Source: an optimization exercise on an open RTL-to-GDS flow (aim: small area, a short achievable clock period and few clock cycles per item). Production flows keep margins and buffers that such runs may drop.
No run shown here included a check of the RTL's function; only the layout flow was run.

==> design.v <==
module pagecode_dec (
  input  wire        clk,
  input  wire        rst,
  input  wire        in_valid,
  input  wire [7:0]  in_data,
  output reg         in_ready,
  output reg         out_valid,
  output reg         out_clean,
  output reg         out_poison,
  output reg         out_ok,
  output reg  [2:0]  out_count,
  output wire [31:0] out_pos,
  output wire [31:0] out_val
);
  function automatic [7:0] gf_mul(input [7:0] a, input [7:0] b);
    integer i;
    reg [7:0] p, aa;
    begin
      p  = 8'h00;
      aa = a;
      for (i = 0; i < 8; i = i + 1) begin
        if (b[i]) p = p ^ aa;
        aa = {aa[6:0], 1'b0} ^ (aa[7] ? 8'h1d : 8'h00);
      end
      gf_mul = p;
    end
  endfunction
  function automatic [3:0] gf16_mul(input [3:0] a, input [3:0] b);
    reg [6:0] p;
    begin
      p = ({3'b0, a} & {7{b[0]}}) ^ ({2'b0, a, 1'b0} & {7{b[1]}}) ^
          ({1'b0, a, 2'b0} & {7{b[2]}}) ^ ({a, 3'b0} & {7{b[3]}});
      gf16_mul = p[3:0] ^ {p[6:4], 1'b0} ^ {1'b0, p[6:4]};
    end
  endfunction
  function automatic [3:0] gf16_sq(input [3:0] a);
    begin
      gf16_sq[0] = a[0] ^ a[2];
      gf16_sq[1] = a[2];
      gf16_sq[2] = a[1] ^ a[3];
      gf16_sq[3] = a[3];
    end
  endfunction
  function automatic [3:0] gf16_inv(input [3:0] a);
    begin
      case (a)
        4'd0: gf16_inv = 4'd0;
        4'd1: gf16_inv = 4'd1;
        4'd2: gf16_inv = 4'd9;
        4'd3: gf16_inv = 4'd14;
        4'd4: gf16_inv = 4'd13;
        4'd5: gf16_inv = 4'd11;
        4'd6: gf16_inv = 4'd7;
        4'd7: gf16_inv = 4'd6;
        4'd8: gf16_inv = 4'd15;
        4'd9: gf16_inv = 4'd2;
        4'd10: gf16_inv = 4'd12;
        4'd11: gf16_inv = 4'd5;
        4'd12: gf16_inv = 4'd10;
        4'd13: gf16_inv = 4'd4;
        4'd14: gf16_inv = 4'd3;
        4'd15: gf16_inv = 4'd8;
        default: gf16_inv = 4'd0;
      endcase
    end
  endfunction
  function automatic [7:0] gf_inv(input [7:0] a);
    reg [7:0] c, o;
    reg [3:0] a1, a0, d, di, sq, b1, b0;
    begin
      c[0] = a[0] ^ a[2] ^ a[4] ^ a[5] ^ a[6] ^ a[7];
      c[1] = a[2] ^ a[6] ^ a[7];
      c[2] = a[1] ^ a[2] ^ a[3] ^ a[4];
      c[3] = a[1] ^ a[4] ^ a[5] ^ a[6] ^ a[7];
      c[4] = a[2] ^ a[4] ^ a[5] ^ a[6] ^ a[7];
      c[5] = a[2] ^ a[5] ^ a[6];
      c[6] = a[1] ^ a[3] ^ a[4] ^ a[5];
      c[7] = a[5];
      a1 = c[7:4]; a0 = c[3:0];
      sq[0] = a1[0];
      sq[1] = a1[1] ^ a1[3];
      sq[2] = a1[3];
      sq[3] = a1[0] ^ a1[2];
      d = sq ^ gf16_mul(a1, a0) ^ gf16_sq(a0);
      di = gf16_inv(d);
      b1 = gf16_mul(a1, di);
      b0 = gf16_mul(a0 ^ a1, di);
      c = {b1, b0};
      o[0] = c[0] ^ c[4];
      o[1] = c[2] ^ c[3] ^ c[4] ^ c[6] ^ c[7];
      o[2] = c[2] ^ c[6] ^ c[7];
      o[3] = c[1] ^ c[2] ^ c[3] ^ c[7];
      o[4] = c[1] ^ c[4] ^ c[7];
      o[5] = c[7];
      o[6] = c[2] ^ c[5] ^ c[6];
      o[7] = c[1] ^ c[5] ^ c[7];
      gf_inv = o;
    end
  endfunction
  localparam [7:0] AM1 = 8'h8e, AM2 = 8'h47, AM3 = 8'had, AM4 = 8'hd8,
                   AM6 = 8'h36, AM8 = 8'h83;
  localparam [63:0] SP = 64'h32_8b_76_67_53_26_e2_00;
  localparam [2:0] D_IDLE = 3'd0, D_F = 3'd1, D_UPD = 3'd2, D_DISC = 3'd3,
                   D_OMG = 3'd4, D_CHN = 3'd5, D_DRN = 3'd6, D_FIN = 3'd7;
  integer i;
  reg  [7:0] cnt;               
  reg  [7:0] syn [0:7];
  wire first = (cnt == 8'd0);
  wire last  = (cnt == 8'd135);
  wire take  = in_valid && in_ready;
  wire load  = take && last;
  reg [7:0] syn_nx [0:7];
  always @(*) begin
    for (i = 0; i < 8; i = i + 1)
      syn_nx[i] = (first ? 8'h00 : gf_mul(syn[i], 8'h01 << i)) ^ in_data;
  end
  wire [7:0] cnt_nx = take ? (last ? 8'd0 : cnt + 8'd1) : cnt;
  always @(posedge clk) begin
    if (rst)
      cnt <= 8'd0;
    else
      cnt <= cnt_nx;
    if (take)
      for (i = 0; i < 8; i = i + 1)
        syn[i] <= syn_nx[i];
  end
  reg  [2:0] st;
  reg  [7:0] S    [0:7];        
  reg  [7:0] lam  [0:3];        
  reg  [7:0] bs   [0:3];        
  reg  [7:0] binv;              
  reg  [7:0] dacc;              
  reg  [7:0] lop, sop;          
  reg  [2:0] r;                 
  reg  [2:0] k;                 
  reg  [2:0] L;
  reg        fail;              
  reg        lch;               
  reg        clean_f, pois_f;
  reg  [6:0] q;                 
  reg        hid;               
  reg        pa, pb;            
  reg  [1:0] sa, sb;            
  reg  [2:0] nroot;
  wire [7:0] fd = dacc ^ sop;                       
  wire       ma_l = (st == D_DISC) || (st == D_OMG);
  wire [7:0] ma = ma_l ? lop : (st == D_F) ? fd : dacc;
  wire [7:0] mb = (ma_l || st == D_UPD) ? sop : binv;
  wire [7:0] p  = gf_mul(ma, mb);
  wire [7:0] inv_o = gf_inv(lop);
  wire s_zero = (S[0] | S[1] | S[2] | S[3] | S[4] | S[5] | S[6] | S[7]) == 8'h00;
  wire s_pois = {S[7], S[6], S[5], S[4], S[3], S[2], S[1], S[0]} == SP;
  wire       fd_nz = (fd != 8'h00);
  wire       lc    = fd_nz && ({L, 1'b0} <= {1'b0, r});
  wire [3:0] lnew  = {1'b0, r} + 4'd1 - {1'b0, L};
  wire [2:0] r1    = r + 3'd1;
  wire [2:0] kmx1  = r1[2] ? 3'd4 : r1;             
  wire [2:0] jmax  = (r == 3'd1) ? 3'd3 : 3'd4;
  wire [1:0] k1    = k[1:0] - 2'd1;                 
  wire [1:0] k2    = k[1:0] - 2'd2;
  wire [7:0] ll0 = gf_mul(lam[0], AM1);
  wire [7:0] ll1 = gf_mul(lam[1], AM2);
  wire [7:0] ll2 = gf_mul(lam[2], AM3);
  wire [7:0] ll3 = gf_mul(lam[3], AM4);
  wire [7:0] lv_hi = 8'h01 ^ lam[0] ^ lam[1] ^ lam[2] ^ lam[3];
  wire [7:0] lv_lo = 8'h01 ^ ll0 ^ ll1 ^ ll2 ^ ll3;
  wire       rt_hi = (lv_hi == 8'h00) && !hid;
  wire       rt_lo = (lv_lo == 8'h00);
  wire [7:0] dv_hi = lam[0] ^ lam[2];
  wire [7:0] dv_lo = ll0 ^ ll2;
  wire [7:0] ov_hi = bs[0] ^ bs[1] ^ bs[2] ^ bs[3];
  wire [7:0] ov_lo = bs[0] ^ gf_mul(bs[1], AM1) ^ gf_mul(bs[2], AM2) ^ gf_mul(bs[3], AM3);
  wire       rt    = (st == D_CHN) && (rt_hi || rt_lo);
  wire       adv   = !(rt_hi && rt_lo);
  wire [1:0] slot  = L[1:0] - 2'd1 - nroot[1:0];
  wire       ok_dec = !clean_f && !fail && (nroot == L);
  reg  [2:0] st_nx;
  always @(*) begin
    st_nx = st;
    case (st)
      D_F:    if (r == 3'd0) st_nx = s_zero ? D_FIN : D_DISC;
              else if (lc && lnew > 4'd4) st_nx = D_FIN;
              else st_nx = D_UPD;
      D_UPD:  if (k == 3'd1) st_nx = (r == 3'd7) ? D_OMG : D_DISC;
      D_DISC: if (k == 3'd1) st_nx = D_F;
      D_OMG:  if (k == 3'd1 && r == 3'd1) st_nx = D_CHN;
      D_CHN:  if (adv && q == 7'd0) st_nx = D_DRN;
      D_DRN:  st_nx = D_FIN;
      D_FIN:  st_nx = D_IDLE;
      default: ;
    endcase
    if (load) st_nx = D_F;
  end
  always @(posedge clk) begin
    if (rst) begin
      st        <= D_IDLE;
      out_valid <= 1'b0;
      in_ready  <= 1'b1;
    end else begin
      st        <= st_nx;
      out_valid <= (st == D_FIN);
      in_ready  <= (cnt_nx != 8'd135) || (st_nx == D_IDLE);
    end
  end
  always @(posedge clk) begin
    case (st)
      D_F: begin
        dacc <= p;
        lop  <= fd;
        lch  <= lc;
        if (lc)
          L <= lnew[2:0];
        if (r == 3'd0) begin
          clean_f <= s_zero;
          pois_f  <= s_pois;
          lam[0]  <= fd;
          if (!fd_nz) begin
            bs[0] <= 8'h00;
            bs[1] <= 8'h01;
          end
          sop <= S[0];
          k   <= 3'd1;
          r   <= 3'd1;
        end else begin
          if (lc && lnew > 4'd4)
            fail <= 1'b1;
          sop <= bs[jmax[1:0] - 2'd1];
          k   <= jmax;
        end
      end
      D_UPD: begin
        lam[k1] <= lam[k1] ^ p;
        if (r == 3'd7)
          bs[k1] <= S[k1];                
        else if (k == 3'd1)
          bs[0] <= lch ? 8'h01 : 8'h00;
        else
          bs[k1] <= lch ? lam[k2] : bs[k2];
        if (lch)
          binv <= inv_o;                              
        if (k != 3'd1) begin
          sop <= bs[k2];
          k   <= k - 3'd1;
        end else if (r == 3'd7) begin
          lop <= lam[2];
          sop <= S[0];
          r   <= 3'd3;
          k   <= 3'd3;
        end else begin
          lop <= lam[kmx1[1:0] - 2'd1];
          sop <= S[r1 - kmx1];
          r   <= r1;
          k   <= kmx1;
        end
      end
      D_DISC: begin
        dacc <= ((r[2] ? (k == 3'd4) : (k == r)) ? 8'h00 : dacc) ^ p;
        if (r == 3'd1 && lch)
          binv <= inv_o;                              
        if (k != 3'd1) begin
          lop <= lam[k2];
          sop <= S[r - k + 3'd1];
          k   <= k - 3'd1;
        end else begin
          sop <= S[r];
        end
      end
      D_OMG: begin
        bs[r[1:0]] <= bs[r[1:0]] ^ p;
        if (k != 3'd1) begin
          lop <= lam[k2];
          sop <= S[r - k + 3'd1];
          k   <= k - 3'd1;
        end else begin
          lop <= lam[r[1:0] - 2'd2];
          sop <= S[0];
          r   <= r - 3'd1;
          k   <= r - 3'd1;
          q   <= 7'd67;
        end
      end
      D_CHN: begin
        if (rt) begin
          lop      <= rt_hi ? dv_hi : dv_lo;
          sop      <= rt_hi ? ov_hi : ov_lo;
          S[slot]  <= {q, rt_hi};
          sa       <= slot;
          nroot    <= nroot + 3'd1;
        end
        hid <= !adv;
        if (adv) begin
          lam[0] <= gf_mul(ll0, AM1);
          lam[1] <= gf_mul(lam[1], AM4);
          lam[2] <= gf_mul(lam[2], AM6);
          lam[3] <= gf_mul(lam[3], AM8);
          bs[1]  <= gf_mul(bs[1], AM2);
          bs[2]  <= gf_mul(bs[2], AM4);
          bs[3]  <= gf_mul(bs[3], AM6);
          q      <= q - 7'd1;
        end
      end
      default: ;
    endcase
    pa <= rt;
    pb <= pa;
    if (pa) begin
      binv <= inv_o;
      dacc <= sop;
      sb   <= sa;
    end
    if (pb)
      S[3'd4 + sb] <= p;
    if (st == D_FIN) begin
      out_clean  <= clean_f;
      out_poison <= pois_f;
      out_ok     <= clean_f || ok_dec;
      out_count  <= ok_dec ? L : 3'd0;
      for (i = 0; i < 4; i = i + 1)
        if (!(ok_dec && i < L)) begin
          S[i]     <= 8'h00;
          S[i + 4] <= 8'h00;
        end
    end
    if (load) begin
      for (i = 0; i < 8; i = i + 1)
        S[i] <= syn_nx[i];
      for (i = 0; i < 4; i = i + 1) begin
        lam[i] <= 8'h00;
        bs[i]  <= (i == 0) ? 8'h01 : 8'h00;
      end
      binv  <= 8'h01;
      dacc  <= 8'h00;
      sop   <= syn_nx[0];
      L     <= 3'd0;
      r     <= 3'd0;
      fail  <= 1'b0;
      hid   <= 1'b0;
      pa    <= 1'b0;
      pb    <= 1'b0;
      nroot <= 3'd0;
    end
  end
  assign out_pos = {S[3], S[2], S[1], S[0]};
  assign out_val = {S[7], S[6], S[5], S[4]};
endmodule
==> run.sh <==
#!/bin/bash
# synth_recipe.tcl (not shown) runs the flow's synth.tcl, then flattens the netlist and writes it again
# the make line also repeats each setting of config.mk as NAME=value (left out here)
make -C /OpenROAD-flow-scripts/flow DESIGN_CONFIG=/design/flow/config.mk WORK_HOME=/design/flow/orfs CLKGATE_MAP_FILE= SYNTH_SCRIPT=/design/flow/synth_recipe.tcl finish
==> config.mk <==
export PLATFORM = sky130hd
export DESIGN_NAME = pagecode_dec
export DESIGN_NICKNAME = pagecode_dec
export VERILOG_FILES = /design/flow/design.v
export SDC_FILE = /design/flow/constraint.sdc
export NUM_CORES = 4
export LEC_CHECK = 0
export CAP_MARGIN = 20
export CORE_MARGIN = 2
export CORE_UTILIZATION = 40
export SLEW_MARGIN = 20
==> constraint.sdc <==
create_clock -name core_clock -period 12.0 [get_ports {clk}]
set_input_delay 2.4000 -clock core_clock [delete_from_list [all_inputs] [get_ports {clk}]]
set_output_delay 2.4000 -clock core_clock [all_outputs]
set_load 0.01 [all_outputs]
==> results.yml, run 1 <==
floorplan:
  core_um2: 56600
  die_y_um: 244
  rows: 87
  io_pins: 83
  dieArea_um2: 59400
  die_x_um: 244
  start_util_pct: 40.6
drt:
  routed_wl_um: 80400
  vias: 19900
  drtIter0Drc: 2612
  drt_pre_antenna_iters: 8
  via_per_inst: 6.20
  routedWlPerCell_um: 25.1
  drtAntennaViolNets: 0
  remaining_drc_errors: 0
layout:
  area_delta_synth_final_pct: 10.4
  layout_commonest_cell: "xnor2_1"
  multi_input_area_um2: 14600
  antennaDiodeCount: 0
  layout_common_cells: "xnor2_1 (333), nand2_1 (262), nor2_1 (248), edfxtp_1 (183), xor2_1 (144)"
  finalNonFillerCells: 3206
  final_nets: 2473
  register_area_um2: 7360
  drive_above_1_share_pct: 10.5
  n_fill_cell: 5410
global_route:
  grt_overflow: 0
  antenna_found_initial: 0
  grt_pass1_wl_um: 123000
  grt_start_max_net_pins: 75
  grt_pass1_vias: 19600
  track_usage_pct: 26.8
place:
  hpwl_um: 57800
  place_inst: 3146
  io_buffers: 82
  gp_congestion: 0.968
clocking:
  ctsHoldBuffers: 0
  cts_tree: "done"
  clock_latency_ps: 570
  cts-htree-levels: 2
  clk_path_buf_depth: 3
  post_cts_resized: 0
  clkTransAtPathRegs_ps: 60
  cts_buffers: 34
  clock_tree.root_cell: "clkbuf_16"
  post_cts_buffers: 0
  cts.sinks: 276
yosys:
  syn_area_um2: 23000
  synth-main-ff-cell: "edfxtp_1"
  seq_area_frac_synth_pct: 32.0
  synth_top_area_share_pct: 23.9
  synth_top_area_cell: "edfxtp_1"
  syn_inst: 2477
  synth-edff-count: 183
  synth_nets: 2523
  ys_types: 88
  ys_warn_count: 3
  synthArstFlopShare_pct: 0
  ys_seq_elements: 276
  yosys-top-cells-area: "edfxtp_1 (24%), xnor2_1 (13%), mux4_2 (9.4%), dfxtp_1 (8.1%), xor2_1 (5.5%)"
  syn_avg_cell_area_um2: 9.28
critical_path:
  worst-path-buf-inv: 1
  worstPathMaxFanout: 54
  path_class: "reg -> reg"
  startpoint_type: "flop"
  end_kind: "flop"
  crit_top_cell: "nor2_1"
  path_delay_family: "XOR/XNOR gates"
  slowest_delay_ps: 900
  cp.required_ps: 12380
  cp_slowest_cell: "nor2b_1"
  cp_data_arrival_time_ps: 6140
  cp_cell_sequence: "buf_4 -> nor2b_1 -> a221oi_1 -> o22ai_1 -> xor2_2 -> xor2_1 -> nor2_1 -> xnor3_1 -> xnor2_2 -> xnor2_1 -> nand2_1 -> o21ai_1 -> nor2_1 -> a211oi_1"
timing:
  setup_viol: 0
  rsz0062_at_grt: "false"
  finalHoldViolations: 0
  tightest_slew_ps: 1130
  slew_headroom_pct: 24.0
  maxSlewViolCount: 0
  fin_crit_sh_pct: 48.0
  setup_tns_ps: 0
  finalClockSkew_ps: 33.8
  fmax_ghz: 0.173
  period_needed_ps: 5760
worst_hold_path:
  min_path_type: "reg -> reg"
run_status:
  outcome: "timing/DRC/antenna clean"
flow_run:
  drv_cap: 0
[final cells by class]
cell class                 count  share of cell area [%]
clock buffer                  43                    3.61
multi-input combinational   1928                    57.6
inverter                      58                   0.868
sequential                   276                    29.0
timing repair buffer         129                    4.61
clock inverter                16                   0.616
tap                          756                    3.73
[kinds of logic after synthesis]
kind of cell	Yosys count	share of synthesized area [%]
AND/OR/NAND/NOR	704	13.5
AO/OA/AOI/OAI	510	14.7
XOR/XNOR	504	20.4
flip-flops	276	32.0
buffers and inverters	273	4.64
multiplexers	174	12.8
adder cells (fa/ha/maj)	35	1.94
other	1	0.0163
[Yosys cell counts, types with 15 or more instances]
cell,n
o22ai_1,17
ha_1,34
xor2_1,144
o211ai_1,19
nor2_1,248
nand3_1,25
o21ai_0,138
a211oi_1,29
nor4_1,25
a22o_1,24
a221oi_1,24
clkbuf_1,170
dfxtp_1,93
o221ai_1,19
edfxtp_1,183
o22a_1,19
a22oi_1,17
mux4_2,96
xnor2_1,335
inv_1,56
nand2_1,262
mux2i_1,72
nor3_1,45
and2_1,15
buf_1,27
a21oi_1,121
[sequential cells by signal, summed over array words and instances, names as in the netlist, 8 cells and up, named ones only]
signal and count:
S 64, binv 8, bs 32, cnt 8, dacc 8, lam 32
lop 8, sop 8, syn 64
[through the flow]
stage / cell area (um^2) / hold WS (ps) / util [%] / setup slack [ps]
floorplan: 23000 / 400 / - / 7060
global placement: 24300 / 406 / 42.9 / 6000
detailed placement: 24300 / 408 / 42.9 / 5990
CTS: 25300 / 421 / 44.8 / 5950
global route: 25400 / 443 / 44.8 / 5810
finish: 25400 / 423 / 44.8 / 6240
[per-layer routing]
layer / track usage (%) / up-vias / wire, um
li1: - / 8742 / -
met1: 35.5 / 9701 / 31900
met2: 42.4 / 1183 / 36700
met3: 4.73 / 265 / 7610
met4: 12.7 / 0 / 4220
met5: 0 / - / 0
[worst register-to-register path, delay by kind of cell, from the launching register on]
kind / cells / cell delay (ps)
xor+xnor: 5 / 2270
compound gates: 4 / 1330
simple gates: 4 / 1200
buf+inv: 1 / 490
flops: 1 / 310
[final timing paths]
check	from	to	slack (ps)	depth (start not counted)
worst max-delay path	st[0]	bs[3][7]	6240	14
worst min-delay path	sa[0]	sb[0]	420	0
worst max register to register	st[0]	bs[3][7]	6240	14
worst min register to register	sa[0]	sb[0]	420	0
==> run 2: changes to the inputs <==
==> flow/run.sh (new file) <==
#!/bin/bash
# The standard layout, with ORFS's repair_timing aiming at a setup slack
# margin of 8 ns (the SDC, clock period and all other settings unchanged).
set -euo pipefail
export SETUP_SLACK_MARGIN=8
bash standard.sh > standard_flow.log 2>&1
==> standard.sh (new file) <==
#!/bin/bash
# synth_recipe.tcl (not shown) runs the flow's synth.tcl, then flattens the netlist and writes it again
# the make line also repeats each setting of config.mk as NAME=value (left out here)
make -C /OpenROAD-flow-scripts/flow DESIGN_CONFIG=/design/flow/config.mk WORK_HOME=/design/flow/orfs CLKGATE_MAP_FILE= SYNTH_SCRIPT=/design/flow/synth_recipe.tcl "${@:-finish}"
removed: run.sh
==> run 2 against run 1 <==
Net effect:
- global-route usage rose by 1.1 points
- wire length up 8.5%
- area after synthesis unchanged
- largest cell class unchanged
==> results.yml, run 2 <==
run_status:
  outcome: "timing/DRC/antenna clean"
yosys:
  ys_types: 88
  synth_compound_area_share_pct: 14.7
  yosys-top-cells-area: "edfxtp_1 (24%), xnor2_1 (13%), mux4_2 (9.4%), dfxtp_1 (8.1%), xor2_1 (5.5%)"
  synthXorXnorAreaFrac_pct: 20.4
  syn_inst: 2477
  syn_avg_cell_area_um2: 9.28
  seq_area_frac_synth_pct: 32.0
  synthSimpleGateAreaFrac_pct: 13.5
  synthArstFlopShare_pct: 0
  synth_top_area_share_pct: 23.9
  ys_warn_count: 3
  ys_top_cells_by_count: "xnor2_1 (335), nand2_1 (262), nor2_1 (248)"
  synth_nets: 2523
  synth_top_area_cell: "edfxtp_1"
  synth-edff-count: 183
  syn_area_um2: 23000
  synthAdderAreaFrac_pct: 1.94
  ys_seq_elements: 276
  synth_mux_area_share_pct: 12.8
  synth_top_family_by_area: "XOR/XNOR gates"
  synth-main-ff-cell: "edfxtp_1"
  synth.most_common_cell: "xnor2_1"
timing:
  setup_viol: 0
  setup_tns_ps: 0
  maxSlewViolCount: 0
  finalHoldViolations: 0
  period_needed_ps: 4540
  hold_ws_ps: 432
  rsz0062_at_grt: "true"
  finalClockSkew_ps: 14.7
  fin_crit_sh_pct: 37.8
  fmax_ghz: 0.220
  slew_headroom_pct: 30.1
  tightest_slew_ps: 1050
drt:
  drt-met1-wl_um: 32600
  vias: 21300
  drtAntennaViolNets: 0
  drt_pre_antenna_iters: 6
  routedWlPerCell_um: 25.4
  met2_length_um: 40000
  routed_wl_um: 87300
  via_per_inst: 6.19
  wl_met3_um: 9380
  remaining_drc_errors: 0
  drtIter0Drc: 2986
  topRoutingLayerUsed: "met5"
layout:
  layout_commonest_cell: "xnor2_1"
  largestRegisters: "S: 64 flops, syn: 64 flops"
  area_delta_synth_final_pct: 25.3
  finalNonFillerCells: 3441
  register_area_um2: 7370
  final_cell_area_um2: 28800
  drive_above_1_share_pct: 23.8
  n_fill_cell: 5032
  multi_input_area_um2: 15900
  layout_common_cells: "xnor2_1 (303), nand2_1 (257), buf_4 (242), nor2_1 (240), edfxtp_1 (183)"
  final_nets: 2708
clocking:
  clk_path_buf_depth: 3
  clock_latency_ps: 600
  cts_buffers: 31
  cts.sinks: 276
  cts_tree: "done"
  clkTransAtPathRegs_ps: 70
  cts-htree-levels: 1
  clock_tree.root_cell: "clkbuf_16"
global_route:
  track_usage_pct: 27.9
  grt_pass1_wl_um: 127000
  grt_overflow: 0
  grt_start_max_net_pins: 67
  antenna_found_initial: 7
  grt_pass1_vias: 20200
critical_path:
  path_class: "reg -> reg"
  worstPathMaxFanout: 7
  startpoint_type: "flop"
  cp_data_arrival_time_ps: 5020
  cp.required_ps: 12480
  end_kind: "flop"
place:
  place_inst: 3143
  hpwl_um: 57300
  io_buffers: 82
  gp_congestion: 0.955
  dpl-instance-area_um2: 24500
floorplan:
  die_x_um: 244
  io_pins: 83
  start_util_pct: 40.6
  core_um2: 56600
  rows: 87
  die_y_um: 244
  dieArea_um2: 59400
flow_run:
  drv_cap: 0
worst_hold_path:
  min_path_type: "reg -> reg"
-- run 2: cell count changes in the layout (fill, tap and decap cells not counted), moves of 8 or more --
cell and change:
buf_6 +18, nor2_1 -8, mux2i_1 -8, xnor2_1 -30
buf_4 +197, dlygate4sd2_1 +24, o21ai_0 -9, buf_12 +10
xor2_1 -12, xnor2_2 +20, ha_1 -9, o21ai_2 +11
clkdlybuf4s50_1 -27, xnor2_4 +10
-- run 2: path summary, 6_finish.rpt --
| path | from | endpoint | slack, ps | depth (start not counted) |
|---|---|---|---|---|
| worst max-delay path | lop[4] | binv[1] | 7460 | 21 |
| worst min-delay path | sa[1] | sb[1] | 430 | 0 |
| worst max register to register | lop[4] | binv[1] | 7460 | 21 |
| worst min register to register | sa[1] | sb[1] | 430 | 0 |
-- run 2: worst max-delay path, stage by stage, from the launching register on --
cell and delay [ps]:
edfxtp_1 400, buf_6 140, xor3_2 400, buf_6 150
xnor2_4 170, inv_2 70, ha_4 180, xnor2_4 130
xnor2_2 170, or3_4 350, and2_4 190, ha_4 220
o22a_1 260, a22oi_2 160, buf_6 150, buf_4 110
a21oi_1 50, nor4_4 270, xnor2_2 160, xnor3_1 430
xnor2_1 170, a21oi_1 90
-- run 2: logic make-up after synthesis --
group	after synthesis
xor+xnor	504
buf+inv	273
other cells	1
simple gates	704
flops	276
compound gates	510
mux	174
fa+ha+maj	35
-- run 2: area by class of cell --
type,instances,share of cell area [%]
flip-flops and latches,276,25.6
clock buffers,38,3.04
inverters,58,0.812
well taps,756,3.28
clock inverters,17,0.765
multi-input cells,1933,55.2
diodes,1,0.00869
repair buffers,362,11.3
-- run 2: through the flow --
step	utilization, %	setup WS, ps
4_1_cts	48.9	7490
3_5_place_dp	43.2	6390
6_report	50.9	7460
5_1_grt	50.9	7310
2_1_floorplan	-	7570
3_3_place_gp	43.2	6240
-- run 2: what timing repair did --
action,4_1_cts,5_1_grt
endpoints found under the setup margin,301,97
pin swaps,47,67
buffers inserted,163,69
cloned,9,1
hold buffers,0,0
resized for setup,162,94
-- run 2: metal layers --
| metal | vias to the layer above | track usage, % |
|---|---|---|
| li1 | 9211 | - |
| met4 | 8 | 13.4 |
| met2 | 1445 | 44.9 |
| met5 | - | 0 |
| met1 | 10300 | 35.6 |
| met3 | 316 | 6.06 |
==> run 3: changes to the inputs <==
==> flow/run.sh (replaced) <==
#!/bin/bash
# The standard layout, with ORFS's repair_timing aiming at a setup slack
# margin of 7 ns (the SDC, clock period and all other settings unchanged).
set -euo pipefail
export SETUP_SLACK_MARGIN=7
bash standard.sh > standard_flow.log 2>&1
==> run 3 against run 2 <==
Net effect:
- still clean on timing, DRC and antenna
- core utilization fell by 4.8 points
- wire length down 6.7%
- clock-buffer cell count increased by 5
- worst setup slack worse by 360 ps
- area after synthesis unchanged
- critical path type is now in -> reg
- via count fell by 5.5%
- hold slack got worse by 10 ps
- register-to-register slack got worse by 280 ps
- clock skew increased by 19 ps
==> results.yml, run 3 <==
yosys:
  synth_nets: 2523
  synth_top_area_share_pct: 23.9
  synthArstFlopShare_pct: 0
  ys_warn_count: 3
  syn_avg_cell_area_um2: 9.28
  seq_area_frac_synth_pct: 32.0
  syn_inst: 2477
  synth_top_area_cell: "edfxtp_1"
  synth-edff-count: 183
  ys_seq_elements: 276
  ys_types: 88
  yosys-top-cells-area: "edfxtp_1 (24%), xnor2_1 (13%), mux4_2 (9.4%), dfxtp_1 (8.1%), xor2_1 (5.5%)"
  ys_top_cells_by_count: "xnor2_1 (335), nand2_1 (262), nor2_1 (248)"
  synth.most_common_cell: "xnor2_1"
  synth-main-ff-cell: "edfxtp_1"
  syn_area_um2: 23000
layout:
  antennaDiodeCount: 0
  layout_commonest_cell: "xnor2_1"
  largestRegisters: "S: 64 flops, syn: 64 flops"
  drive_above_1_share_pct: 13.5
  final_cell_area_um2: 26100
  layout_common_cells: "xnor2_1 (324), nand2_1 (262), nor2_1 (246), edfxtp_1 (183), xor2_1 (142)"
  finalNonFillerCells: 3249
  final_nets: 2516
  area_delta_synth_final_pct: 13.4
clocking:
  cts_tree: "done"
  cts_buffers: 34
  ctsHoldBuffers: 0
  cts-htree-levels: 2
  cts.sinks: 276
  clock_latency_ps: 570
  clkTransAtPathRegs_ps: 60
  clock_tree.root_cell: "clkbuf_16"
  clk_path_buf_depth: 3
worst_hold_path:
  min_path_type: "reg -> reg"
  min_from: "sa[0]"
  holdPathStages: 0
  hold_end: "sb[0]"
drt:
  via_per_inst: 6.19
  remaining_drc_errors: 0
  vias: 20100
  drtIter0Drc: 2646
  routedWlPerCell_um: 25.1
  drt_pre_antenna_iters: 5
  drtAntennaViolNets: 0
  routed_wl_um: 81400
place:
  io_buffers: 82
  dpl-instance-area_um2: 24300
  post-place-ws_ps: 5990
  gp_congestion: 0.968
  hpwl_um: 57800
  place_inst: 3146
global_route:
  antenna_found_initial: 0
  grt_start_max_net_pins: 75
  grt_overflow: 0
  track_usage_pct: 26.9
  grt_pass1_vias: 19700
  grt_pass1_wl_um: 123000
critical_path:
  ff2ff_path_depth: 19
  cp.required_ps: 12200
  r2r_slack_ps: 7180
  startpoint_type: "input port"
  worstPathMaxFanout: 38
  end_kind: "flop"
  cp_data_arrival_time_ps: 5090
  path_class: "in -> reg"
  r2r_start: "lop[1]"
  timing.rr.end: "binv[4]"
flow_run:
  drv_cap: 0
timing:
  rsz0062_at_grt: "true"
  postLayoutSetupSlackWorst_ps: 7110
  fmax_ghz: 0.204
  slew_headroom_pct: 29.2
  period_needed_ps: 4890
  finalClockSkew_ps: 33.3
  finalHoldViolations: 0
  setup_tns_ps: 0
  fin_crit_sh_pct: 40.8
  maxSlewViolCount: 0
  setup_viol: 0
  tightest_slew_ps: 1050
floorplan:
  dieArea_um2: 59400
  io_pins: 83
  rows: 87
  die_x_um: 244
  core_um2: 56600
  start_util_pct: 40.6
  die_y_um: 244
run_status:
  outcome: "timing/DRC/antenna clean"
[run 3: cell count changes in the layout (fill, tap and decap cells not counted), moves of 10 or more]
cell / before / now
xnor2_2: 30 / 14
dlygate4sd2_1: 24 / 0
xor2_1: 132 / 142
buf_6: 18 / 3
clkdlybuf4s50_1: 55 / 82
buf_4: 242 / 80
xnor2_1: 303 / 324
[run 3: logic make-up after synthesis]
logic type,synth area share [%]
simple gates,13.5
compound gates,14.7
xor+xnor,20.4
flops,32.0
buf+inv,4.64
mux,12.8
fa+ha+maj,1.94
other cells,0.0163
[run 3: how the worst max path moves through the flow]
stage / start / slack [ps] / to
after floorplan: lop[5] / 7060 / binv[3]
after global placement: lop[6] / 6000 / binv[6]
after detailed placement: in_valid / 5990 / S[4][7]
after CTS: in_valid / 6830 / S[6][7]
after global routing: lop[4] / 6910 / binv[1]
final: in_valid / 7110 / S[4][7]
[run 3: stage by stage]
step | hold WS, ps | util (%)
after CTS | 421 | 45.3
after global routing | 443 | 46.1
after floorplan | 400 | -
final | 421 | 46.1
after detailed placement | 408 | 42.9
after global placement | 406 | 42.9
[run 3: final cells by class]
cell class | instances | area [um^2]
Fill cell | 5360 | 30500
Multi-Input combinational cell | 1929 | 14900
Sequential cell | 276 | 7360
Timing Repair Buffer | 171 | 1540
Tap cell | 756 | 946
Clock buffer | 43 | 916
Inverter | 58 | 224
Clock inverter | 16 | 156
[run 3: metal layers]
metal / track usage, % / vias up / wire length (um)
li1: - / 8830 / -
met1: 35.6 / 9909 / 32200
met2: 43.0 / 1146 / 37600
met3: 4.84 / 233 / 7660
met4: 12.4 / 0 / 3970
met5: 0 / - / 0
[run 3: critical path, stage by stage]
cell and delay [ps]:
clkdlybuf4s50_1 510, and3_1 280, and4_4 550, nor3_1 220
a21oi_2 460, nand2_1 350, o21ai_2 300
[run 3: repair_timing]
item                       in CTS  in global routing
setup buffers                  15                 27
pin swaps                       6                 15
gates resized for setup        28                 35
setup endpoints to repair      97                104
gates cloned                    0                  1
==> run 4: changes to the inputs <==
--- a/design.v
+++ b/design.v
@@ -35,36 +35,5 @@
   endfunction
-  function automatic [3:0] gf16_sq(input [3:0] a);
-    begin
-      gf16_sq[0] = a[0] ^ a[2];
-      gf16_sq[1] = a[2];
-      gf16_sq[2] = a[1] ^ a[3];
-      gf16_sq[3] = a[3];
-    end
-  endfunction
-  function automatic [3:0] gf16_inv(input [3:0] a);
-    begin
-      case (a)
-        4'd0: gf16_inv = 4'd0;
-        4'd1: gf16_inv = 4'd1;
-        4'd2: gf16_inv = 4'd9;
-        4'd3: gf16_inv = 4'd14;
-        4'd4: gf16_inv = 4'd13;
-        4'd5: gf16_inv = 4'd11;
-        4'd6: gf16_inv = 4'd7;
-        4'd7: gf16_inv = 4'd6;
-        4'd8: gf16_inv = 4'd15;
-        4'd9: gf16_inv = 4'd2;
-        4'd10: gf16_inv = 4'd12;
-        4'd11: gf16_inv = 4'd5;
-        4'd12: gf16_inv = 4'd10;
-        4'd13: gf16_inv = 4'd4;
-        4'd14: gf16_inv = 4'd3;
-        4'd15: gf16_inv = 4'd8;
-        default: gf16_inv = 4'd0;
-      endcase
-    end
-  endfunction
-  function automatic [7:0] gf_inv(input [7:0] a);
-    reg [7:0] c, o;
-    reg [3:0] a1, a0, d, di, sq, b1, b0;
+  function automatic [11:0] gf_inv1(input [7:0] a);
+    reg [7:0] c;
+    reg [3:0] a1, a0, sq, s0;
     begin
@@ -83,7 +52,33 @@
       sq[3] = a1[0] ^ a1[2];
-      d = sq ^ gf16_mul(a1, a0) ^ gf16_sq(a0);
-      di = gf16_inv(d);
-      b1 = gf16_mul(a1, di);
-      b0 = gf16_mul(a0 ^ a1, di);
-      c = {b1, b0};
+      s0[0] = a0[0] ^ a0[2];
+      s0[1] = a0[2];
+      s0[2] = a0[1] ^ a0[3];
+      s0[3] = a0[3];
+      gf_inv1 = {a1, a0 ^ a1, sq ^ s0 ^ gf16_mul(a1, a0)};
+    end
+  endfunction
+  function automatic [7:0] gf_inv2(input [11:0] h);
+    reg [7:0] c, o;
+    reg [3:0] di;
+    begin
+      case (h[3:0])
+        4'd0: di = 4'd0;
+        4'd1: di = 4'd1;
+        4'd2: di = 4'd9;
+        4'd3: di = 4'd14;
+        4'd4: di = 4'd13;
+        4'd5: di = 4'd11;
+        4'd6: di = 4'd7;
+        4'd7: di = 4'd6;
+        4'd8: di = 4'd15;
+        4'd9: di = 4'd2;
+        4'd10: di = 4'd12;
+        4'd11: di = 4'd5;
+        4'd12: di = 4'd10;
+        4'd13: di = 4'd4;
+        4'd14: di = 4'd3;
+        4'd15: di = 4'd8;
+        default: di = 4'd0;
+      endcase
+      c = {gf16_mul(h[11:8], di), gf16_mul(h[7:4], di)};
       o[0] = c[0] ^ c[4];
@@ -96,7 +91,6 @@
       o[7] = c[1] ^ c[5] ^ c[7];
-      gf_inv = o;
+      gf_inv2 = o;
     end
   endfunction
-  localparam [7:0] AM1 = 8'h8e, AM2 = 8'h47, AM3 = 8'had, AM4 = 8'hd8,
-                   AM6 = 8'h36, AM8 = 8'h83;
+  localparam [7:0] AM1 = 8'h8e, AM2 = 8'h47, AM3 = 8'had, AM4 = 8'hd8;
   localparam [63:0] SP = 64'h32_8b_76_67_53_26_e2_00;
@@ -105,2 +99,4 @@
   integer i;
+  reg        vin;               
+  reg  [7:0] din;               
   reg  [7:0] cnt;               
@@ -110,3 +106,3 @@
   wire take  = in_valid && in_ready;
-  wire load  = take && last;
+  wire load  = vin && last;
   reg [7:0] syn_nx [0:7];
@@ -114,11 +110,16 @@
     for (i = 0; i < 8; i = i + 1)
-      syn_nx[i] = (first ? 8'h00 : gf_mul(syn[i], 8'h01 << i)) ^ in_data;
+      syn_nx[i] = (first ? 8'h00 : gf_mul(syn[i], 8'h01 << i)) ^ din;
   end
-  wire [7:0] cnt_nx = take ? (last ? 8'd0 : cnt + 8'd1) : cnt;
+  wire [7:0] cnt_nx = vin ? (last ? 8'd0 : cnt + 8'd1) : cnt;
+  wire       last_nx = take ? (cnt_nx == 8'd134) : (cnt_nx == 8'd135);
   always @(posedge clk) begin
-    if (rst)
+    din <= in_data;
+    if (rst) begin
+      vin <= 1'b0;
       cnt <= 8'd0;
-    else
+    end else begin
+      vin <= take;
       cnt <= cnt_nx;
-    if (take)
+    end
+    if (vin)
       for (i = 0; i < 8; i = i + 1)
@@ -133,2 +134,5 @@
   reg  [7:0] lop, sop;          
+  reg  [11:0] ih;               
+  reg  [7:0] ovr;               
+  reg        m_lop, m_fd, m_sop;    
   reg  [2:0] r;                 
@@ -141,11 +145,10 @@
   reg        hid;               
-  reg        pa, pb;            
-  reg  [1:0] sa, sb;            
+  reg        pa, pb, pc;        
+  reg  [1:0] sa, sb, sc;        
   reg  [2:0] nroot;
   wire [7:0] fd = dacc ^ sop;                       
-  wire       ma_l = (st == D_DISC) || (st == D_OMG);
-  wire [7:0] ma = ma_l ? lop : (st == D_F) ? fd : dacc;
-  wire [7:0] mb = (ma_l || st == D_UPD) ? sop : binv;
+  wire [7:0] ma = m_lop ? lop : m_fd ? fd : dacc;
+  wire [7:0] mb = m_sop ? sop : binv;
   wire [7:0] p  = gf_mul(ma, mb);
-  wire [7:0] inv_o = gf_inv(lop);
+  wire [7:0] inv_o = gf_inv2(ih);                   
   wire s_zero = (S[0] | S[1] | S[2] | S[3] | S[4] | S[5] | S[6] | S[7]) == 8'h00;
@@ -171,3 +174,6 @@
   wire [7:0] ov_hi = bs[0] ^ bs[1] ^ bs[2] ^ bs[3];
-  wire [7:0] ov_lo = bs[0] ^ gf_mul(bs[1], AM1) ^ gf_mul(bs[2], AM2) ^ gf_mul(bs[3], AM3);
+  wire [7:0] ol1 = gf_mul(bs[1], AM1);
+  wire [7:0] ol2 = gf_mul(bs[2], AM2);
+  wire [7:0] ol3 = gf_mul(bs[3], AM3);
+  wire [7:0] ov_lo = bs[0] ^ ol1 ^ ol2 ^ ol3;
   wire       rt    = (st == D_CHN) && (rt_hi || rt_lo);
@@ -187,3 +193,3 @@
       D_CHN:  if (adv && q == 7'd0) st_nx = D_DRN;
-      D_DRN:  st_nx = D_FIN;
+      D_DRN:  if (!pa && !pb) st_nx = D_FIN;
       D_FIN:  st_nx = D_IDLE;
@@ -201,4 +207,7 @@
       out_valid <= (st == D_FIN);
-      in_ready  <= (cnt_nx != 8'd135) || (st_nx == D_IDLE);
+      in_ready  <= !last_nx || (st_nx == D_IDLE) || (st_nx == D_FIN);
     end
+    m_lop <= (st_nx == D_DISC) || (st_nx == D_OMG);
+    m_fd  <= (st_nx == D_F);
+    m_sop <= (st_nx == D_DISC) || (st_nx == D_OMG) || (st_nx == D_UPD);
   end
@@ -238,3 +247,3 @@
           bs[k1] <= lch ? lam[k2] : bs[k2];
-        if (lch)
+        if (lch && k == 3'd1)
           binv <= inv_o;                              
@@ -292,8 +301,8 @@
           lam[0] <= gf_mul(ll0, AM1);
-          lam[1] <= gf_mul(lam[1], AM4);
-          lam[2] <= gf_mul(lam[2], AM6);
-          lam[3] <= gf_mul(lam[3], AM8);
-          bs[1]  <= gf_mul(bs[1], AM2);
-          bs[2]  <= gf_mul(bs[2], AM4);
-          bs[3]  <= gf_mul(bs[3], AM6);
+          lam[1] <= gf_mul(ll1, AM2);
+          lam[2] <= gf_mul(ll2, AM3);
+          lam[3] <= gf_mul(ll3, AM4);
+          bs[1]  <= gf_mul(ol1, AM1);
+          bs[2]  <= gf_mul(ol2, AM2);
+          bs[3]  <= gf_mul(ol3, AM3);
           q      <= q - 7'd1;
@@ -303,11 +312,17 @@
     endcase
+    ih <= gf_inv1(lop);
     pa <= rt;
     pb <= pa;
+    pc <= pb;
     if (pa) begin
+      ovr <= sop;
+      sb  <= sa;
+    end
+    if (pb) begin
       binv <= inv_o;
-      dacc <= sop;
-      sb   <= sa;
+      dacc <= ovr;
+      sc   <= sb;
     end
-    if (pb)
-      S[3'd4 + sb] <= p;
+    if (pc)
+      S[3'd4 + sc] <= p;
     if (st == D_FIN) begin
@@ -333,2 +348,3 @@
       sop   <= syn_nx[0];
+      lop   <= syn_nx[0];
       L     <= 3'd0;
@@ -339,2 +355,3 @@
       pb    <= 1'b0;
+      pc    <= 1'b0;
       nroot <= 3'd0;
==> run 4 against run 3 <==
Net effect:
- still clean
- register-to-register slack gained 360 ps
- clock-buffer cell count grew 11
- critical path depth grew 5
- via count grew 1.3%
- global-route usage grew 0.67 points
- hold slack gained 1.1 ps
- die area grew 3.2%
- design area grew 1.7%
- synthesized cell count shrank 0.20%
- critical endpoint is now sop[3]
- highest routed layer is now met5
==> results.yml, run 4 <==
drt:
  routed_wl_um: 85300
  drtIter0Drc: 2470
  routedWlPerCell_um: 26.3
  drt_pre_antenna_iters: 6
  remaining_drc_errors: 0
  drtAntennaViolNets: 0
  vias: 20400
  via_per_inst: 6.30
critical_path:
  cp_slowest_cell: "dfxtp_1"
  worstPathMaxFanout: 16
  slowest_delay_ps: 830
  cp_cell_sequence: "inv_1 -> ha_1 -> nand2_1 -> ha_1 -> mux4_2 -> mux2i_1 -> o21ai_0 -> mux2_2 -> a21oi_1 -> nor2_1 -> o211ai_1 -> nand2_1"
  path_delay_family: "adder cells"
  cp_data_arrival_time_ps: 4770
  r2r_slack_ps: 7540
  worst-path-buf-inv: 1
  end_kind: "flop"
  cp.required_ps: 12320
  path_class: "reg -> reg"
  startpoint_type: "flop"
floorplan:
  io_pins: 83
  die_x_um: 248
  dieArea_um2: 61300
  die_y_um: 248
  rows: 89
  start_util_pct: 40.3
  core_um2: 58800
layout:
  final_cell_area_um2: 26500
  n_fill_cell: 5576
  finalCoreUtilization_pct: 45.1
  drive_above_1_share_pct: 10.5
  largestRegisters: "S: 64 flops, syn: 64 flops"
  layout_commonest_cell: "xnor2_1"
  layout_common_cells: "xnor2_1 (326), nand2_1 (286), nor2_1 (206), edfxtp_1 (193), a21oi_1 (152)"
  final_nets: 2480
  area_delta_synth_final_pct: 11.7
  finalNonFillerCells: 3237
yosys:
  ys_warn_count: 3
  synth_nets: 2520
  synth-edff-count: 193
  syn_area_um2: 23700
  synth.most_common_cell: "xnor2_1"
  synthArstFlopShare_pct: 0
  syn_inst: 2472
  yosys-top-cells-area: "edfxtp_1 (24%), xnor2_1 (12%), dfxtp_1 (10%), mux4_2 (9.1%), xor2_1 (4.8%)"
  ys_top_cells_by_count: "xnor2_1 (327), nand2_1 (286), nor2_1 (206)"
  synth_top_area_cell: "edfxtp_1"
  ys_types: 81
  synth-main-ff-cell: "edfxtp_1"
  seq_area_frac_synth_pct: 34.4
  synth_top_area_share_pct: 24.4
  syn_avg_cell_area_um2: 9.60
  ys_seq_elements: 311
place:
  hpwl_um: 60100
  gp_congestion: 0.961
  io_buffers: 82
  dpl-instance-area_um2: 25100
  place_inst: 3161
timing:
  setup_viol: 0
  fin_crit_sh_pct: 37.1
  tightest_slew_ps: 1150
  slew_headroom_pct: 23.6
  period_needed_ps: 4460
  rsz0062_at_grt: "false"
  finalHoldViolations: 0
  setup_tns_ps: 0
  maxSlewViolCount: 0
  fmax_ghz: 0.224
  finalClockSkew_ps: 30.0
flow_run:
  drv_cap: 0
global_route:
  grt_overflow: 0
  track_usage_pct: 27.6
  grt_pass1_wl_um: 126000
  grt_start_max_net_pins: 71
  antenna_found_initial: 3
  grt_pass1_vias: 19600
clocking:
  clk_path_buf_depth: 3
  clock_latency_ps: 600
  cts_buffers: 39
  cts.sinks: 311
  clock_tree.root_cell: "clkbuf_16"
  clkTransAtPathRegs_ps: 60
  cts_tree: "done"
  cts-htree-levels: 2
  post_cts_buffers: 0
worst_hold_path:
  min_path_type: "reg -> reg"
run_status:
  outcome: "timing/DRC/antenna clean"
==> run 4: changes by cell type in the layout (fill, tap and decap cells not counted), sizes merged, moves of 23 or more <==
| cell | delta |
|---|---|
| nor3 | -23 |
| a21oi | +31 |
| nor2 | -43 |
| o22ai | +31 |
| nand2 | +24 |
| dfxtp | +25 |
| buf | -52 |
==> run 4: per-layer routing <==
layer	track usage [%]	wire (um)	vias to the layer above
met2	43.7	38800	1352
met3	5.91	9070	270
met1	35.8	32700	9949
met4	13.5	4730	4
li1	-	-	8803
met5	0.159	23	-
==> run 4: worst paths after layout <==
check,end,startpoint,cells after the start
max,sop[3],r[1],12
min,sb[0],sa[0],0
max reg2reg,sop[3],r[1],12
min reg2reg,sb[0],sa[0],0
==> run 4: final cells by class <==
type | instances | area, um^2 | area share, %
clock buffers | 54 | 1090 | 4.12
well taps | 773 | 967 | 3.65
multi-input cells | 1923 | 14700 | 55.5
diodes | 1 | 2.50 | 0.00944
repair buffers | 119 | 1150 | 4.32
inverters | 38 | 143 | 0.538
clock inverters | 18 | 289 | 1.09
flip-flops and latches | 311 | 8160 | 30.8
==> run 4: kinds of logic (layout without fill, tap and decap cells) <==
family / after synthesis / after routing / synth area share [%]
AOI/OAI and AO/OA: 503 / 503 / 13.2
xor gates and xnor gates: 485 / 485 / 19.6
adders and majority gates: 37 / 37 / 1.98
buffers and inverters: 238 / 229 / 3.94
DFF: 311 / 311 / 34.4
muxes: 209 / 209 / 14.0
other: 1 / 2 / 0.0158
and+or+nand+nor: 688 / 688 / 12.9
==> run 4: through the flow <==
stage | setup slack [ps] | hold WS, ps
2_1_floorplan | 7790 | 375
3_3_place_gp | 7410 | 401
3_5_place_dp | 7290 | 409
4_1_cts | 7280 | 423
5_1_grt | 7250 | 435
6_report | 7540 | 422
==> run 4: timing repair <==
| item | in CTS | in global routing |
|---|---|---|
| hold buffers | 0 | 0 |
| setup endpoints to repair | 0 | 3 |
| gates resized for setup | 0 | 1 |
==> run 5: changes to the inputs <==
--- a/config.mk
+++ b/config.mk
@@ -7,5 +7,6 @@
 export LEC_CHECK = 0
+export ABC_AREA = 1
 export CAP_MARGIN = 20
 export CORE_MARGIN = 2
-export CORE_UTILIZATION = 40
+export CORE_UTILIZATION = 60
 export SLEW_MARGIN = 20
==> run 5 against run 4 <==
Net effect:
- design area rose by 6.6%
- die area is 27% lower
- highest routed layer is now met4
- critical path type unchanged
==> results.yml, run 5 <==
clocking:
  cts_buffers: 37
  clkTransAtPathRegs_ps: 60
  cts.sinks: 311
  clock_tree.root_cell: "clkbuf_16"
  clock_latency_ps: 590
  cts_tree: "done"
  cts-htree-levels: 2
  clk_path_buf_depth: 3
  ctsHoldBuffers: 0
global_route:
  grt_start_max_net_pins: 81
  track_usage_pct: 45.0
  grt_pass1_vias: 25700
  antenna_found_initial: 1
  grt_pass1_wl_um: 152000
  grt_overflow: 0
yosys:
  seq_area_frac_synth_pct: 31.4
  syn_avg_cell_area_um2: 6.96
  synth.most_common_cell: "nand2_1"
  synth_nets: 3781
  synth_top_area_share_pct: 22.3
  ys_top_cells_by_count: "nand2_1 (933), inv_1 (388), o21ai_0 (352)"
  synth_top_area_cell: "edfxtp_1"
  ys_warn_count: 3
  yosys-top-cells-area: "edfxtp_1 (22%), nand2_1 (13%), dfxtp_1 (9.1%), xor2_1 (8.3%), o21ai_0 (6.8%)"
  syn_inst: 3733
  synthArstFlopShare_pct: 0
  ys_seq_elements: 311
  ys_types: 70
  synth-edff-count: 193
  syn_area_um2: 26000
  synth-main-ff-cell: "edfxtp_1"
critical_path:
  startpoint_type: "flop"
  r2r_start: "lam[2][6]"
  r2r_slack_ps: 7200
  cp_slowest_cell: "nand3_1"
  ff2ff_path_depth: 17
  timing.rr.end: "bs[3][6]"
  worst-path-buf-inv: 5
  worstPathMaxFanout: 52
  cp.required_ps: 12320
  path_delay_family: "simple AND/OR/NAND/NOR gates"
  crit_top_cell: "nand2_1"
  crit_start: "lam[2][6]"
  cp_cell_sequence: "inv_4 -> nand2_1 -> nand2_1 -> inv_1 -> nand2_1 -> nand3_1 -> nand2_1 -> nor4_1 -> nand3_1 -> inv_1 -> nand4_4 -> nand2_4 -> inv_4 -> nand2_1 -> inv_1 -> nand2_1 -> nand2_1"
  cp_data_arrival_time_ps: 5120
  slowest_delay_ps: 710
  end_kind: "flop"
  path_class: "reg -> reg"
  cp.depth: 17
worst_hold_path:
  hold_end: "sb[0]"
  holdPathStages: 0
  min_from: "sa[0]"
  min_path_type: "reg -> reg"
timing:
  postLayoutSetupSlackWorst_ps: 7200
  finalClockSkew_ps: 26.5
  hold_ws_ps: 404
  setup_viol: 0
  rsz0062_at_grt: "true"
  setup_tns_ps: 0
  period_needed_ps: 4800
  tightest_slew_ps: 1260
  finalHoldViolations: 0
  fin_crit_sh_pct: 40.0
  maxSlewViolCount: 0
  fmax_ghz: 0.208
  slew_headroom_pct: 15.7
drt:
  drt_pre_antenna_iters: 9
  via_per_inst: 6.37
  remaining_drc_errors: 0
  routedWlPerCell_um: 23.7
  drtIter0Drc: 4193
  routed_wl_um: 103000
  vias: 27500
  drtAntennaViolNets: 0
floorplan:
  die_y_um: 212
  core_um2: 42900
  die_x_um: 212
  start_util_pct: 60.6
  io_pins: 83
  dieArea_um2: 45000
  rows: 76
layout:
  layout_common_cells: "nand2_1 (932), inv_1 (385), o21ai_0 (351), a21oi_1 (282), xor2_1 (246)"
  drive_above_1_share_pct: 5.57
  largestRegisters: "S: 64 flops, syn: 64 flops"
  finalCoreUtilization_pct: 65.9
  layout_commonest_cell: "nand2_1"
  finalNonFillerCells: 4317
  area_delta_synth_final_pct: 8.74
  final_nets: 3751
place:
  post-place-ws_ps: 6730
  gp_congestion: 1.07
  io_buffers: 82
  hpwl_um: 76700
  place_inst: 4249
run_status:
  outcome: "timing/DRC/antenna clean"
flow_run:
  drv_cap: 0
[run 5: cell types whose count changed after synthesis, moves of 129 or more]
cell / before / now
a21oi_1: 153 / 282
inv_1: 37 / 388
nand2_1: 286 / 933
nand3_1: 38 / 230
xnor2_1: 327 / 163
o21ai_0: 142 / 352
[run 5: how the worst max path moves through the flow]
stage	to	slack (ps)
floorplan	S[5][0]	8520
global placement	bs[1][4]	6970
detailed placement	bs[3][4]	6730
CTS	bs[3][4]	7060
global route	bs[0][1]	6990
finish	bs[3][6]	7200
[run 5: cell type report]
cell class	instances	area [um^2]
Sequential cell	311	8160
Clock inverter	14	183
Inverter	427	1620
Multi-Input combinational cell	2813	15400
Antenna cell	1	2.50
Tap cell	585	732
Clock buffer	53	1060
Timing Repair Buffer	113	1050
Fill cell	3755	14600
[run 5: timing repair]
action / in CTS / in global routing
endpoints found under the setup margin: 27 / 25
buffers inserted: 0 / 0
cloned: 0 / 0
gates resized for setup: 1 / 5
[run 5: through the flow]
step                cell area [um^2]
floorplan                      26000
global placement               27000
detailed placement             27000
CTS                            28200
global route                   28200
finish                         28200
[run 5: cell families (layout without fill, tap and decap cells)]
family	Yosys count	in the layout	synth area share, %
DFF	311	311	31.4
other	1	2	0.0144
AOI/OAI and AO/OA	823	823	17.6
and+or+nand+nor	1528	1528	25.0
buffers and inverters	609	607	9.30
xor gates and xnor gates	424	424	14.9
adders and majority gates	37	37	1.81
[run 5: metal layers]
metal | GRT usage (%) | vias up | part of all wire, %
li1 | - | 12300 | -
met1 | 54.9 | 12600 | 36
met2 | 69.2 | 2077 | 43
met3 | 10.4 | 534 | 12
met4 | 34.2 | 0 | 9.1
met5 | 0 | - | 0
==> run 6: changes to the inputs <==
==> flow/run.sh (replaced) <==
#!/bin/bash
# The standard layout, with ORFS's repair_timing aiming at a setup slack
# margin of 8 ns (the SDC, clock period and all other settings unchanged).
set -euo pipefail
export SETUP_SLACK_MARGIN=8
bash standard.sh > standard_flow.log 2>&1
--- a/config.mk
+++ b/config.mk
@@ -7,6 +7,5 @@
 export LEC_CHECK = 0
-export ABC_AREA = 1
 export CAP_MARGIN = 20
 export CORE_MARGIN = 2
-export CORE_UTILIZATION = 60
+export CORE_UTILIZATION = 40
 export SLEW_MARGIN = 20
==> run 6 against run 5 <==
Net effect:
- worst setup slack gained 800 ps
- design area shrank 3.8%
- die area grew 36%
- sequential cell count is the same
- highest routed layer is now met5
- non-clock buffer count grew 100
- sequential share of layout area grew 1.2 points
- clock-buffer cell count shrank 6
- critical endpoint is now out_pos[11]
- clock skew is essentially flat
- synthesized cell count shrank 34%
==> results.yml, run 6 <==
place:
  gp_congestion: 0.953
  hpwl_um: 60500
  place_inst: 3163
  dpl-instance-area_um2: 25000
  io_buffers: 82
critical_path:
  startpoint_type: "flop"
  cp_cell_sequence: "clkdlybuf4s50_1"
  cp.required_ps: 9600
  r2r_start: "m_sop"
  end_kind: "primary output"
  crit_start: "S[1][3]"
  slowest_delay_ps: 570
  worstPathMaxFanout: 2
  path_class: "reg -> out"
  path_delay_family: "buffers and inverters"
  cp_slowest_cell: "clkdlybuf4s50_1"
  cp_data_arrival_time_ps: 1600
  worst-path-buf-inv: 1
floorplan:
  dieArea_um2: 61300
  die_y_um: 248
  io_pins: 83
  core_um2: 58800
  start_util_pct: 40.3
  rows: 89
  die_x_um: 248
timing:
  finalHoldViolations: 0
  tightest_slew_ps: 1080
  maxSlewViolCount: 0
  setup_tns_ps: 0
  rsz0062_at_grt: "true"
  finalClockSkew_ps: 26.8
  slew_headroom_pct: 27.8
  setup_viol: 0
  period_needed_ps: 4000
  fin_crit_sh_pct: 33.3
  fmax_ghz: 0.250
clocking:
  ctsHoldBuffers: 0
  clock_tree.root_cell: "clkbuf_16"
  clk_path_buf_depth: 3
  clkTransAtPathRegs_ps: 60
  clock_latency_ps: 600
  cts.sinks: 311
  cts_tree: "done"
  cts_buffers: 39
  cts-htree-levels: 2
global_route:
  grt_overflow: 0
  grt_pass1_wl_um: 132000
  track_usage_pct: 29.0
  grt_start_max_net_pins: 81
  grt_pass1_vias: 19900
  antenna_found_initial: 14
run_status:
  outcome: "timing/DRC/antenna clean"
worst_hold_path:
  min_from: "sa[0]"
  min_path_type: "reg -> reg"
yosys:
  yosys-top-cells-area: "edfxtp_1 (24%), xnor2_1 (12%), dfxtp_1 (10%), mux4_2 (9.1%), xor2_1 (4.8%)"
  synth_top_area_share_pct: 24.4
  synth-main-ff-cell: "edfxtp_1"
  synth_nets: 2520
  ys_warn_count: 3
  synth.most_common_cell: "xnor2_1"
  ys_seq_elements: 311
  synthArstFlopShare_pct: 0
  ys_top_cells_by_count: "xnor2_1 (327), nand2_1 (286), nor2_1 (206)"
  syn_avg_cell_area_um2: 9.60
  seq_area_frac_synth_pct: 34.4
  synth_top_area_cell: "edfxtp_1"
  synth-edff-count: 193
  ys_types: 81
  syn_inst: 2472
  syn_area_um2: 23700
drt:
  routed_wl_um: 90600
  vias: 21200
  drtAntennaViolNets: 0
  wl_met3_um: 11400
  drt-met1-wl_um: 33900
  drtIter0Drc: 2720
  via_per_inst: 6.33
  remaining_drc_errors: 0
  routedWlPerCell_um: 27.1
  topRoutingLayerUsed: "met5"
  met2_length_um: 40000
  drt_pre_antenna_iters: 12
layout:
  finalNonFillerCells: 3341
  n_fill_cell: 5562
  final_cell_area_um2: 27200
  largestRegisters: "S: 64 flops, syn: 64 flops"
  layout_common_cells: "xnor2_1 (321), nand2_1 (286), nor2_1 (205), edfxtp_1 (193), a21oi_1 (150)"
  layout_commonest_cell: "xnor2_1"
  area_delta_synth_final_pct: 14.5
  finalCoreUtilization_pct: 46.2
  final_nets: 2575
  drive_above_1_share_pct: 14.5
flow_run:
  drv_cap: 0
-- run 6: cell count changes after synthesis, moves of 40 or more --
cell	delta
a21oi_1	-129
mux2i_1	+87
xnor2_1	+164
o21ai_0	-210
o211ai_1	-40
nand2_1	-647
xor2_1	-117
nand3_1	-192
mux4_2	+96
inv_1	-351
-- run 6: worst paths after layout --
kind | endpoint | depth (start not counted) | slack (ps)
max | out_pos[11] | 1 | 8000
min | sb[0] | 0 | 430
max reg2reg | bs[3][0] | 8 | 8130
min reg2reg | sb[0] | 0 | 430
-- run 6: final cells by class --
cell class                 instances  area (um^2)  share of cell area [%]
antenna                           10         25.0                  0.0921
clock buffer                      47         1020                    3.74
clock inverter                    25          293                    1.08
inverter                          38          143                   0.525
multi-input combinational       1924        14800                    54.5
sequential                       311         8170                    30.1
tap                              773          967                    3.56
timing repair buffer             213         1760                    6.48
-- run 6: stage by stage --
step / hold slack (ps) / setup WS (ps)
after floorplan: 375 / 8010
after global placement: 405 / 7610
after detailed placement: 410 / 7520
after CTS: 425 / 8000
after global routing: 436 / 7920
final: 428 / 8000
-- run 6: layer usage --
| layer | track usage, % | vias to the layer above |
|---|---|---|
| li1 | - | 8990 |
| met1 | 37.5 | 10200 |
| met2 | 44.7 | 1541 |
| met3 | 8.70 | 371 |
| met4 | 13.5 | 12 |
| met5 | 0 | - |
-- run 6: timing repair --
item,4_1_cts,5_1_grt
pin swaps,1,1
endpoints found under the setup margin,179,94
gates resized for setup,65,20
gates cloned,0,1
buffers inserted,76,19
-- run 6: kinds of logic (layout without fill, tap and decap cells) --
group	after synthesis	count (layout)	share of synthesized area, %
adders and majority gates	37	37	1.98
xor gates and xnor gates	485	485	19.6
buffers and inverters	238	323	3.94
other	1	11	0.0158
DFF	311	311	34.4
and+or+nand+nor	688	689	12.9
muxes	209	209	14.0
AOI/OAI and AO/OA	503	503	13.2

re-timing with driven ports:
How much do the figures lean on ideal ports? The routed layouts below were timed once more, with nothing changed but the port constraints.
Step 1 assumes that a clkbuf_16 drives the clock port and a buf_2 every other input.
Step 2 adds t to the input delays and takes it off the output delays; t is the mean of the earliest and latest rising clock arrival at the registers after step 1. Input paths then give back, and output paths get back, about the clock's delay inside the block.
Three values: ideal ports, drivers, drivers and shift; two values: the first two.
| run | t, ns | slack for setup (ns) | slew at the worst register clock pin (ns) |
|---|---|---|---|
| run 1 | 0.614 | 6.236 / 6.236 / 5.894 | 0.06 / 0.06 |
| run 2 | 0.657 | 7.461 / 7.461 / 7.379 | 0.08 / 0.08 |
| run 3 | 0.616 | 7.106 / 7.144 / 6.528 | 0.06 / 0.06 |
| run 4 | 0.645 | 7.542 / 7.528 / 7.542 | 0.07 / 0.07 |
| run 5 | 0.634 | 7.200 / 7.200 / 7.200 | 0.07 / 0.07 |
| run 6 | 0.654 | 8.003 / 7.939 / 7.920 | 0.07 / 0.07 |
After both steps setup and hold are still met in every run listed. The setup slack of run 3, which loses most, moves by +0.038 ns with the drivers and by -0.578 ns with both steps.
